This is an optimization exercise on Yosys and OpenROAD, whose aim is small area, a short achievable clock period and few clock cycles per item, not a production implementation. RTL that was checked went through simulation tests only; none was proved equivalent to the original. Power and IR drop assume default switching activity.

==> flow/design.v <==
module friction_interp (
    input  wire        clk,
    input  wire        rst,
    input  wire        start,
    input  wire [31:0] p,
    input  wire [31:0] pos_min,
    input  wire [31:0] span,
    input  wire        rotary,
    output wire        busy,
    output reg         done,
    output wire [31:0] term,
    output wire        mem_req,
    output wire [7:0]  mem_addr,
    input  wire [31:0] mem_rdata
);
    reg         idle, sub, lin, run;
    reg  [5:0]  cnt;           
    reg         divq;          
    reg         modq;          
    reg         alnq;          
    reg         firstq;        
    reg         hornq;         
    reg         qshq;          
    reg         idxq;          
    reg         selq;          
    reg  [31:0] s_reg;         
    reg         rot;
    reg         sgn;           
    reg         big;           
    reg         ovf;           
    reg  [31:0] rem;           
    reg  [31:0] a;             
    reg  [31:0] m;             
    reg  [47:0] acc;
    reg  [7:0]  addr;
    reg         qd;            
    reg         busy_r;
    assign busy     = busy_r;
    assign mem_req  = run;
    assign mem_addr = addr;
    assign term     = acc[47:16];
    wire        addm  = rem[31];                   
    wire [31:0] x1    = {rem[30:0], a[31]};
    wire [31:0] x2    = s_reg ^ {32{!addm}};
    wire        lo_z  = (x1[7:0] == 8'd0);
    wire        cin   = lin ? lo_z : !addm;
    wire [33:0] y_c   = {1'b0, x1, 1'b1} + {1'b0, x2, cin};
    wire [32:0] y     = y_c[33:1];
    wire        r_neg = x1[31] ^ x2[31] ^ y[32];    
    wire        ge    = !y[31];
    wire        qbit  = ge;
    wire [7:0]  neg_lo = ~x1[7:0] + 8'd1;
    reg  [31:0] s_top;         
    integer k;
    always @(*) begin
        s_top[31] = s_reg[31];
        for (k = 30; k >= 0; k = k - 1) s_top[k] = s_top[k+1] | s_reg[k];
    end
    wire [30:0] r_diff = rem[30:0] ^ {31{sgn}};      
    wire        wide   = |(r_diff & ~s_top[31:1]);
    wire        shr    = alnq & wide;
    wire [32:0] lo    = {1'b0, acc[30:0], a[23]} + {1'b0, m};
    wire [15:0] u2    = acc[46:31];
    wire [15:0] u2p   = u2 + 16'd1;
    wire [15:0] u2m   = u2 - 16'd1;
    wire [15:0] hi    = (lo[32] & !m[31]) ? u2p : (!lo[32] & m[31]) ? u2m : u2;
    wire [7:0]  idx   = a[7:0];
    wire [7:0]  inc   = idx + 8'd1;
    wire [7:0]  nxt   = (!rot && idx == 8'd255) ? 8'd255 : inc;
    wire [5:0]  cnt_d = cnt - 6'd1;
    wire [5:0]  cnt_n = shr ? cnt + 6'd1 : cnt_d;
    always @(posedge clk) begin
        if (rst) begin
            idle <= 1'b1;
            sub  <= 1'b0;
            lin  <= 1'b0;
            run  <= 1'b0;
            done <= 1'b0;
            divq <= 1'b0;
            busy_r <= 1'b0;
        end else begin
            done <= 1'b0;
            if (idle) begin
                if (start) begin
                    idle <= 1'b0;
                    sub  <= 1'b1;
                    busy_r <= 1'b1;
                end
            end
            if (sub) begin
                sub  <= 1'b0;
                lin  <= !rot;
                run  <= rot;
                divq <= rot;
            end
            if (lin) begin
                lin  <= 1'b0;
                run  <= 1'b1;
                divq <= 1'b1;
            end
            if (run) begin
                divq <= (cnt_d >= 6'd5);
                if (cnt == 6'd1) begin
                    run  <= 1'b0;
                    idle <= 1'b1;
                    done <= 1'b1;
                    busy_r <= 1'b0;
                end
            end
        end
    end
    always @(posedge clk) begin
        if (sub) cnt <= 6'd29;
        else if (run) cnt <= cnt_n;
        alnq   <= sub ? rot : (run & alnq & wide);
        modq   <= sub ? rot : (run & rot & ((cnt_d >= 6'd29) | shr));
        qshq   <= sub | lin | (run & (cnt_d >= 6'd21));
        idxq   <= run & (cnt_d == 6'd20);
        selq   <= run & (cnt_d <= 6'd19) & (cnt_d >= 6'd4);
        firstq <= run & (cnt_d == 6'd17);
        hornq  <= run & (cnt_d <= 6'd16) & (cnt_d >= 6'd1);
    end
    always @(posedge clk) begin
        if (idle) begin
            s_reg <= pos_min;
            m     <= span;
            rot   <= rotary;
            a[31] <= p[0];
        end
        if (sub) begin
            sgn   <= r_neg;
            big   <= y[31] & !r_neg;
            ovf   <= 1'b0;
            a     <= {y[0], 31'd0};
            s_reg <= rot ? {1'b0, m[30:0]} : {8'd0, y[31:8]};
        end
        if (lin) begin
            a     <= sgn ? 32'd0 : {y[0], neg_lo, 23'd0};
            s_reg <= {1'b0, m[30:0]};
            ovf   <= big;
        end
        if (idle)
            rem <= {1'b0, p[31:1]};
        else if (sub)
            rem <= {r_neg, y[31:1]};
        else if (lin)
            rem <= sgn ? 32'd0 : {1'b0, y[31:1]};
        else if (shr)
            rem <= {rem[31], rem[31:1]};
        else
            rem <= y[31:0];
        if (shr) begin
            a     <= {rem[0], a[31:1]};
        end else if (divq) begin
            if (qshq) a <= {a[30:0], modq ? 1'b0 : (qbit | ovf)};
            if (!rot && cnt == 6'd29) ovf <= ovf | ge;
        end
        if (run) m <= mem_rdata;
        qd <= qbit;
        if (idxq)
            addr <= idx;
        else if (selq)
            addr <= qd ? nxt : idx;
        acc <= firstq ? {{16{m[31]}}, m[31:16]} : {hi, lo[31:0]};
        if (firstq)
            a[23:8] <= m[15:0];
        else if (hornq)
            a[23:8] <= {a[22:8], 1'b0};
    end
endmodule
export LEC_CHECK = 0
export CAP_MARGIN = 20
export CORE_MARGIN = 2
export CORE_UTILIZATION = 40
export SLEW_MARGIN = 20
create_clock -name core_clock -period 12.0 [get_ports {clk}]
standard.sh (not shown) runs the stock make flow with config.mk's settings and CLKGATE_MAP_FILE= SYNTH_SCRIPT=/design/flow/synth_recipe.tcl, a recipe that flattens the netlist after the stock synthesis.
==> flow/flow/run.sh <==
#!/bin/bash
set -euo pipefail
bash standard.sh SETUP_SLACK_MARGIN=8.6 finish > make_finish.log 2>&1
The baseline finished with timing, DRC and antenna clean.
Testbench counts at the start, summed over its fixed seeds: cycles 129,069, lookups 4,096.
Next try:
--- a/flow/design.v
+++ b/flow/design.v
@@ -22,6 +22,4 @@
     reg         hornq;         
     reg         qshq;          
-    reg         idxq;          
-    reg         selq;          
     reg  [31:0] s_reg;         
     reg         rot;
@@ -33,10 +31,10 @@
     reg  [31:0] m;             
     reg  [47:0] acc;
-    reg  [7:0]  addr;
-    reg         qd;            
+    reg  [7:0]  nxtq;          
+    reg         msel;          
     reg         busy_r;
     assign busy     = busy_r;
     assign mem_req  = run;
-    assign mem_addr = addr;
+    assign mem_addr = msel ? nxtq : a[7:0];
     assign term     = acc[47:16];
     wire        addm  = rem[31];                   
@@ -70,4 +68,5 @@
     wire [5:0]  cnt_d = cnt - 6'd1;
     wire [5:0]  cnt_n = shr ? cnt + 6'd1 : cnt_d;
+    wire        selq_n = run & (cnt_d <= 6'd18) & (cnt_d >= 6'd3);
     always @(posedge clk) begin
         if (rst) begin
@@ -100,5 +99,5 @@
             end
             if (run) begin
-                divq <= (cnt_d >= 6'd5);
+                divq <= (cnt_d >= 6'd4);
                 if (cnt == 6'd1) begin
                     run  <= 1'b0;
@@ -111,11 +110,9 @@
     end
     always @(posedge clk) begin
-        if (sub) cnt <= 6'd29;
+        if (sub) cnt <= 6'd28;
         else if (run) cnt <= cnt_n;
         alnq   <= sub ? rot : (run & alnq & wide);
-        modq   <= sub ? rot : (run & rot & ((cnt_d >= 6'd29) | shr));
-        qshq   <= sub | lin | (run & (cnt_d >= 6'd21));
-        idxq   <= run & (cnt_d == 6'd20);
-        selq   <= run & (cnt_d <= 6'd19) & (cnt_d >= 6'd4);
+        modq   <= sub ? rot : (run & rot & ((cnt_d >= 6'd28) | shr));
+        qshq   <= sub | lin | (run & (cnt_d >= 6'd20));
         firstq <= run & (cnt_d == 6'd17);
         hornq  <= run & (cnt_d <= 6'd16) & (cnt_d >= 6'd1);
@@ -154,12 +151,9 @@
         end else if (divq) begin
             if (qshq) a <= {a[30:0], modq ? 1'b0 : (qbit | ovf)};
-            if (!rot && cnt == 6'd29) ovf <= ovf | ge;
+            if (!rot && cnt == 6'd28) ovf <= ovf | ge;
         end
         if (run) m <= mem_rdata;
-        qd <= qbit;
-        if (idxq)
-            addr <= idx;
-        else if (selq)
-            addr <= qd ? nxt : idx;
+        msel <= qbit & selq_n;
+        nxtq <= nxt;
         acc <= firstq ? {{16{m[31]}}, m[31:16]} : {hi, lo[31:0]};
         if (firstq)
After rerunning: Register-to-register slack got worse by 0.05 ns; setup slack got worse by 0.45 ns; first-iteration DRC count fell by 2.9%; global-route usage rose by 0.15 points; routed wire length fell by 1.2%; clock skew fell by 0.0065 ns; total power stays flat; cell count hardly moves; die area fell by 1.4%; design area rose by 0.45%; synthesized cell count fell by 0.79%; sequential cell count fell by 2; clock power rose by about 0.8%; utilization rose by 0.61 points.
The RTL of the second run of this note was laid out without a check of its function.

## port drivers added, routing unchanged
No port has a modelled driver above. Below, the same layouts with a new extraction and two added sets of constraints.
Step 1 (the two cells are an assumption about what drives the block):
set clk [get_ports {clk}]
set_driving_cell -lib_cell sky130_fd_sc_hd__clkbuf_16 $clk
set_driving_cell -lib_cell sky130_fd_sc_hd__buf_2 [delete_from_list [all_inputs] $clk]
Step 2 also shifts input and output timing later by t, the mid clock arrival at the registers, as if the neighbouring blocks saw the same clock.
a / b / c = no drivers / after step 1 / after step 2; a / b = the first two.
run | t, ns | setup slack, ns | worst data-port slew with drivers (ns)
the first run | 0.578 | 8.557 / 8.506 / 8.314 | 0.05
the second run | 0.591 | 8.107 / 8.056 / 8.323 | 0.08
After both steps every run listed still meets setup and hold. For the first run, which loses most, drivers alone change the setup slack by -0.051 ns; drivers and shift together by -0.243 ns.
